Background: an optimization exercise with open tools, aiming at small area and a short achievable clock period. Do not read the settings as production practice. The RTL was checked by simulation tests, not by an equivalence proof against the original design. Power is estimated from default activity; no workload was simulated.

==> flow/design.v <==
module map_xlate (
    input  wire        clk,
    input  wire        rst,             
    input  wire        cfg_we,
    input  wire [4:0]  cfg_addr,
    input  wire [63:0] cfg_wdata,
    input  wire        req_valid,
    input  wire [39:0] req_addr,
    input  wire        req_kt3,         
    output reg         resp_valid,
    output reg  [4:0]  resp_column,
    output reg  [15:0] resp_row,
    output reg  [3:0]  resp_bank,
    output reg  [1:0]  resp_rank,
    output reg  [3:0]  resp_channel,
    output reg  [2:0]  resp_stack,
    output reg  [3:0]  resp_region,
    output reg         resp_unmapped
);
    localparam NREG  = 16;
    localparam NMASK = 13;
    reg        rg_valid   [0:NREG-1];
    reg        rg_mode    [0:NREG-1];
    reg [3:0]  rg_size    [0:NREG-1];
    reg [9:0]  rg_base    [0:NREG-1];
    reg [9:0]  rg_rowbase [0:NREG-1];
    reg        rg_lock    [0:NREG-1];
    reg [39:0] mk_mask    [0:NMASK-1];
    reg        mk_lock    [0:NMASK-1];
    integer n;
    always @(posedge clk) begin
        if (rst) begin
            for (n = 0; n < NREG; n = n + 1) begin
                rg_valid[n]   <= 1'b0;
                rg_mode[n]    <= 1'b0;
                rg_size[n]    <= 4'd0;
                rg_base[n]    <= 10'd0;
                rg_rowbase[n] <= 10'd0;
                rg_lock[n]    <= 1'b0;
            end
            for (n = 0; n < NMASK; n = n + 1) begin
                mk_mask[n] <= 40'd1 << (8 + n);    
                mk_lock[n] <= 1'b0;
            end
        end else if (cfg_we) begin
            for (n = 0; n < NREG; n = n + 1) begin
                if (cfg_addr == n && !rg_lock[n]) begin
                    rg_valid[n]   <= cfg_wdata[0];
                    rg_mode[n]    <= cfg_wdata[1];
                    rg_size[n]    <= cfg_wdata[7:4];
                    rg_base[n]    <= cfg_wdata[25:16];
                    rg_rowbase[n] <= cfg_wdata[41:32];
                    rg_lock[n]    <= cfg_wdata[63];
                end
            end
            for (n = 0; n < NMASK; n = n + 1) begin
                if (cfg_addr == NREG + n && !mk_lock[n]) begin
                    mk_mask[n] <= cfg_wdata[39:0];
                    mk_lock[n] <= cfg_wdata[63];
                end
            end
        end
    end
    function [39:0] kt3_mask;
        input integer i;
        begin
            case (i)
                0:  kt3_mask = 40'h00_0080_0100;
                1:  kt3_mask = 40'h00_0100_0200;
                2:  kt3_mask = 40'h00_0200_0400;
                3:  kt3_mask = 40'h00_0400_0800;
                4:  kt3_mask = 40'h00_0800_1000;
                5:  kt3_mask = 40'h00_1000_2000;
                6:  kt3_mask = 40'h00_2000_4000;
                7:  kt3_mask = 40'h00_4000_8000;
                8:  kt3_mask = 40'h00_8001_0000;
                9:  kt3_mask = 40'h01_0002_0000;
                10: kt3_mask = 40'h02_0004_0000;
                11: kt3_mask = 40'h04_0008_0000;
                default: kt3_mask = 40'h08_0010_0000;
            endcase
        end
    endfunction
    wire [9:0] a_hi = req_addr[38:29];      
    reg [10:0] diff      [0:NREG-1];        
    reg        hit       [0:NREG-1];
    reg        wellformed[0:NREG-1];
    reg [9:0]  szmask;
    always @* begin
        for (n = 0; n < NREG; n = n + 1) begin
            diff[n] = {1'b0, a_hi} - {1'b0, rg_base[n]};
            if (rg_size[n] >= 4'd10)
                hit[n] = rg_valid[n] && !diff[n][10];
            else
                hit[n] = rg_valid[n] && !diff[n][10] && ((diff[n][9:0] >> rg_size[n]) == 10'd0);
            szmask = (10'd1 << rg_size[n]) - 10'd1;
            wellformed[n] = (rg_size[n] <= 4'd10)
                         && ((rg_base[n]    & szmask) == 10'd0)
                         && ((rg_rowbase[n] & szmask) == 10'd0);
        end
    end
    reg [4:0]  nhits;
    reg [3:0]  sel_n;
    always @* begin
        nhits = 5'd0;
        sel_n = 4'd0;
        for (n = 0; n < NREG; n = n + 1) begin
            if (hit[n]) begin
                nhits = nhits + 5'd1;
                sel_n = n[3:0];
            end
        end
    end
    wire        s_mode    = rg_mode[sel_n];
    wire [3:0]  s_size    = rg_size[sel_n];
    wire [9:0]  s_rowbase = rg_rowbase[sel_n];
    wire [9:0]  s_diff    = diff[sel_n][9:0];
    wire unmapped = req_addr[39] || (nhits != 5'd1) || !wellformed[sel_n];
    wire [38:0] o = {s_diff, req_addr[28:0]};
    reg [12:0] selbits;
    always @* begin
        for (n = 0; n < NMASK; n = n + 1)
            selbits[n] = ^(req_addr & (req_kt3 ? kt3_mask(n) : mk_mask[n]));
    end
    wire [15:0] h_row     = {s_rowbase, 6'd0} + o[38:23];
    wire [4:0]  h_column  = {req_addr[22:21], req_addr[7:5]};
    wire [3:0]  h_channel = selbits[3:0];
    wire [2:0]  h_stack   = selbits[6:4];
    wire [3:0]  h_bank    = selbits[10:7];
    wire [1:0]  h_rank    = selbits[12:11];
    wire [38:0] b_slice   = o >> (s_size + 5'd16);                  
    wire [15:0] b_rowoff  = (o[38:10] & ((29'd1 << (s_size + 5'd6)) - 29'd1));
    wire [15:0] b_row     = {s_rowbase, 6'd0} + b_rowoff;
    wire [12:0] b_ord     = b_slice[12:0];
    always @(posedge clk) begin
        if (rst) begin
            resp_valid    <= 1'b0;
            resp_column   <= 5'd0;
            resp_row      <= 16'd0;
            resp_bank     <= 4'd0;
            resp_rank     <= 2'd0;
            resp_channel  <= 4'd0;
            resp_stack    <= 3'd0;
            resp_region   <= 4'd0;
            resp_unmapped <= 1'b0;
        end else begin
            resp_valid <= req_valid;
            if (req_valid) begin
                if (unmapped) begin
                    resp_column   <= 5'd0;
                    resp_row      <= 16'd0;
                    resp_bank     <= 4'd0;
                    resp_rank     <= 2'd0;
                    resp_channel  <= 4'd0;
                    resp_stack    <= 3'd0;
                    resp_region   <= 4'd0;
                    resp_unmapped <= 1'b1;
                end else if (s_mode == 1'b0) begin
                    resp_column   <= h_column;
                    resp_row      <= h_row;
                    resp_bank     <= h_bank;
                    resp_rank     <= h_rank;
                    resp_channel  <= h_channel;
                    resp_stack    <= h_stack;
                    resp_region   <= sel_n;
                    resp_unmapped <= 1'b0;
                end else begin
                    resp_column   <= req_addr[9:5];
                    resp_row      <= b_row;
                    resp_bank     <= b_ord[3:0];
                    resp_rank     <= b_ord[5:4];
                    resp_channel  <= b_ord[9:6];
                    resp_stack    <= b_ord[12:10];
                    resp_region   <= sel_n;
                    resp_unmapped <= 1'b0;
                end
            end
        end
    end
endmodule
==> flow/run.sh <==
#!/bin/bash
# synth_recipe.tcl (not shown) runs the flow's synth.tcl, then flattens the netlist and writes it again
# the make line also repeats each setting of config.mk as NAME=value (left out here)
make -C /OpenROAD-flow-scripts/flow DESIGN_CONFIG=/design/flow/config.mk WORK_HOME=/design/flow/orfs CLKGATE_MAP_FILE= SYNTH_SCRIPT=/design/flow/synth_recipe.tcl finish
==> flow/config.mk <==
export PLATFORM = sky130hd
export DESIGN_NAME = map_xlate
export DESIGN_NICKNAME = map_xlate
export VERILOG_FILES = /design/flow/design.v
export SDC_FILE = /design/flow/constraint.sdc
export NUM_CORES = 4
export LEC_CHECK = 0
export CAP_MARGIN = 20
export CORE_MARGIN = 2
export CORE_UTILIZATION = 40
export SLEW_MARGIN = 20
==> flow/constraint.sdc <==
create_clock -name core_clock -period 16.0 [get_ports {clk}]
set_input_delay 3.2000 -clock core_clock [delete_from_list [all_inputs] [get_ports {clk}]]
set_output_delay 3.2000 -clock core_clock [all_outputs]
set_load 0.01 [all_outputs]
==> reports/qor.yml <==
yosys:
  ys_seq_elements: 1005
  synth_xor_area_share_pct: 9.37
  syn_area_um2: 62000
  ys_seq_area_share_pct: 32.4
  synth_compound_area_share_pct: 21.8
  netlist_instances: 8747
  syn_nets: 9080
  yosys.cell_types.count: 114
  synthMuxAreaShare_pct: 1.78
  yosys.area.top_type_share_pct: 32.4
  yosysTopAreaCell: "dfxtp_1"
  synthAdderAreaFrac_pct: 4.67
  yosys.area_share.simple_pct: 24.3
  ys_warn_count: 12
  synth_edf_count: 0
  netlist_top_cells_area: "dfxtp_1, nand2_1, a21oi_1"
  synth_top_family_by_area: "simple AND/OR/NAND/NOR gates"
  synth-async-reset-ratio_pct: 0
  avgSynthCellArea_um2: 7.09
  synthFlopType: "dfxtp_1"
critical_path:
  worstPathMaxFanout: 14
  crit_top_cell: "ha_1"
  required_ns: 16.70
  reg2regPathDepth: 61
  max_stage_delay_ns: 0.42
  critPathLaunchType: "input pin"
  critical_path.endpoint_type: "flip-flop"
  slowest_stage: "clkdlybuf4s50_1"
  worstPathArrival_ns: 15.75
  critPathKind: "in2reg"
outcome:
  status: "no timing/DRC/antenna violations"
global_route:
  grtUsageTotal_pct: 34.2
  grt_pass1_wl_mm: 400
  overflow: 0
  antenna_found_initial: 15
  grt_max_degree: 124
  grt_pass1_vias: 57200
pwr:
  p_leak_nw: 23.0
  power_density_nw_per_um2: 89.5
  ir_worst_vdd_mv: 0.0929
floorplanning:
  die_h_um: 398
  initial_core_util_pct: 40.3
  die_area_um2: 158000
  dieWidth_um: 398
  core_um2: 154000
  row_count: 144
  ioPinCount: 154
cts:
  cts_root_buffer: "clkbuf_16"
  cts_tree: "built"
  cts_num_sinks: 1005
  clock_latency_ns: 0.79
  cts_resized: 0
  numCtsBuffers: 114
  cts_buffer_depth: 3
  cts.hold.buffers_added: 0
  htreeDepth: 3
  clkTransAtPathRegs_ns: 0.06
  cts_setup_buffers: 0
sta:
  final-hold-violation-count: 0
  fmaxAchievable_ghz: 0.0665
  slew_headroom_pct: 19.7
  maxSlewViolCount: 0
  fin_ws_ns: 0.954
  setup_violations: 0
  finalClockSkew_ns: 0.0805
  fin_hold_ws_ns: 0.451
  rsz0062_at_grt: "false"
  fin_crit_ns: 15.05
  fin_crit_sh_pct: 94.0
  tns_ns: 0
  tightest_slew_ns: 1.20
routing:
  ant_nets: 0
  via_per_inst: 5.97
  dr.first_iter.drc_count: 8323
  detail_route.wl_per_cell_um: 26.2
  routed_wl_mm: 280
  drcViolationCount: 0
  dr.pass1.iters: 6
  vias: 63800
final_layout:
  final_common_cell: "nand2_1"
  areaGrowthSynthToFinish_pct: 11.6
  nNetsFinal: 8869
  drive_gt1_share_pct: 6.93
  mostFrequentLayoutCells: "nand2_1, a21oi_1, dfxtp_1"
job:
  drv_cap: 0
worst_hold_path:
  min_path_cells: 2
  hp-class: "reg2reg"
place:
  dpl.hpwl_mm: 182
  pre_cts_ws_ns: 0.326
  gp_congestion: 1.02
  io_buffers: 132
==> registers in the layout, summed over array words and instances, names as in the netlist <==
| signal | count |
|---|---|
| rg_size | 64 |
| rg_base | 160 |
| resp_unmapped | 1 |
| resp_stack | 3 |
| mk_mask | 520 |
| rg_mode | 16 |
| rg_valid | 16 |
| rg_lock | 16 |
| resp_valid | 1 |
| resp_rank | 2 |
| resp_region | 4 |
| resp_column | 5 |
| resp_channel | 4 |
| resp_bank | 4 |
| mk_lock | 13 |
| resp_row | 16 |
| rg_rowbase | 160 |
==> worst max-delay path: cells and delay by family <==
family,cells,cell delay [ns]
adder cells (fa/ha/maj),16,4.77
AO/OA/AOI/OAI,19,3.11
buffers and inverters,11,1.53
AND/OR/NAND/NOR,11,1.40
multiplexers,5,1.18
XOR/XNOR,2,0.47
==> cells by family after synthesis <==
family                     after synthesis
AOI/OAI and AO/OA                     2232
muxes                                  106
adders and majority gates              222
and+or+nand+nor                       3610
DFF                                   1005
xor gates and xnor gates               646
buffers and inverters                  926
==> power breakdown <==
group          switching, mW  total [mW]  internal (mW)
Clock                   1.20        2.93           1.73
Sequential            0.0174        2.54           2.52
Combinational          0.532       0.735          0.203
==> final timing paths <==
check | start | endpoint | slack, ns
worst min-delay path | resp_row[2] | resp_row[2] | 0.45
worst min register to register | resp_row[2] | resp_row[2] | 0.45
worst max-delay path | req_addr[29] | resp_channel[3] | 0.95
worst max register to register | rg_base[0][0] | resp_channel[3] | 3.68
==> cell usage after synthesis, drive strengths merged (67+ instances only) <==
master	instances
nand2	2590
a21oi	1198
dfxtp	1005
clkbuf	632
xnor2	464
nor2	364
o21ai	334
inv	262
ha	202
xor2	174
nor3	144
nand3	100
mux2i	79
a221oi	67
==> routing by layer <==
metal | GRT usage [%] | share of wire [%]
met2 | 51.3 | 43
met1 | 46.5 | 41
met3 | 6.50 | 10
met5 | 0 | 0.015
met4 | 17.2 | 5.8
==> per-stage QoR <==
stage / instance area, um2 / util, % / cells / power (mW)
2_1_floorplan: 62000 / - / 8747 / 2.98
3_3_place_gp: 65000 / 42.2 / 10500 / 3.30
3_5_place_dp: 65000 / 42.2 / 10500 / 3.30
4_1_cts: 69200 / 44.9 / 10700 / 6.20
5_1_grt: 69200 / 44.9 / 10700 / 6.36
6_report: 69200 / 44.9 / 10700 / 6.20
==> final cells by class <==
cell class                      count  area (um2)
Antenna cell                        6        15.0
Clock buffer                      154        3210
Clock inverter                     61         958
Fill cell                       15700       84800
Inverter                          262         983
Multi-Input combinational cell   6816       38600
Sequential cell                  1005       20100
Tap cell                         2044        2560
Timing Repair Buffer              337        2750

re-timing with driven ports:
In the flow no input, the clock included, has a driving cell. The finished layout below was timed again as built, in two steps. Step 1: set_driving_cell puts a clkbuf_16 on clk and a buf_2 on each other input, an assumption about the parent block. Step 2 also shifts input and output timing later by t, the mid clock arrival at the registers, as if the neighbouring blocks saw the same clock. Slacks: no drivers / after step 1 / after step 2; pairs: no drivers / after step 1.
shift t [ns]: 0.837
setup slack, ns: 0.954 / 1.016 / 0.179
latest minus earliest clock arrival (ns): 0.085 / 0.084
worst register clock-pin slew, ns: 0.08 / 0.08
After both steps this run still meets setup and hold. The setup slack of this run moves by +0.062 ns with the drivers and by -0.775 ns with both steps.
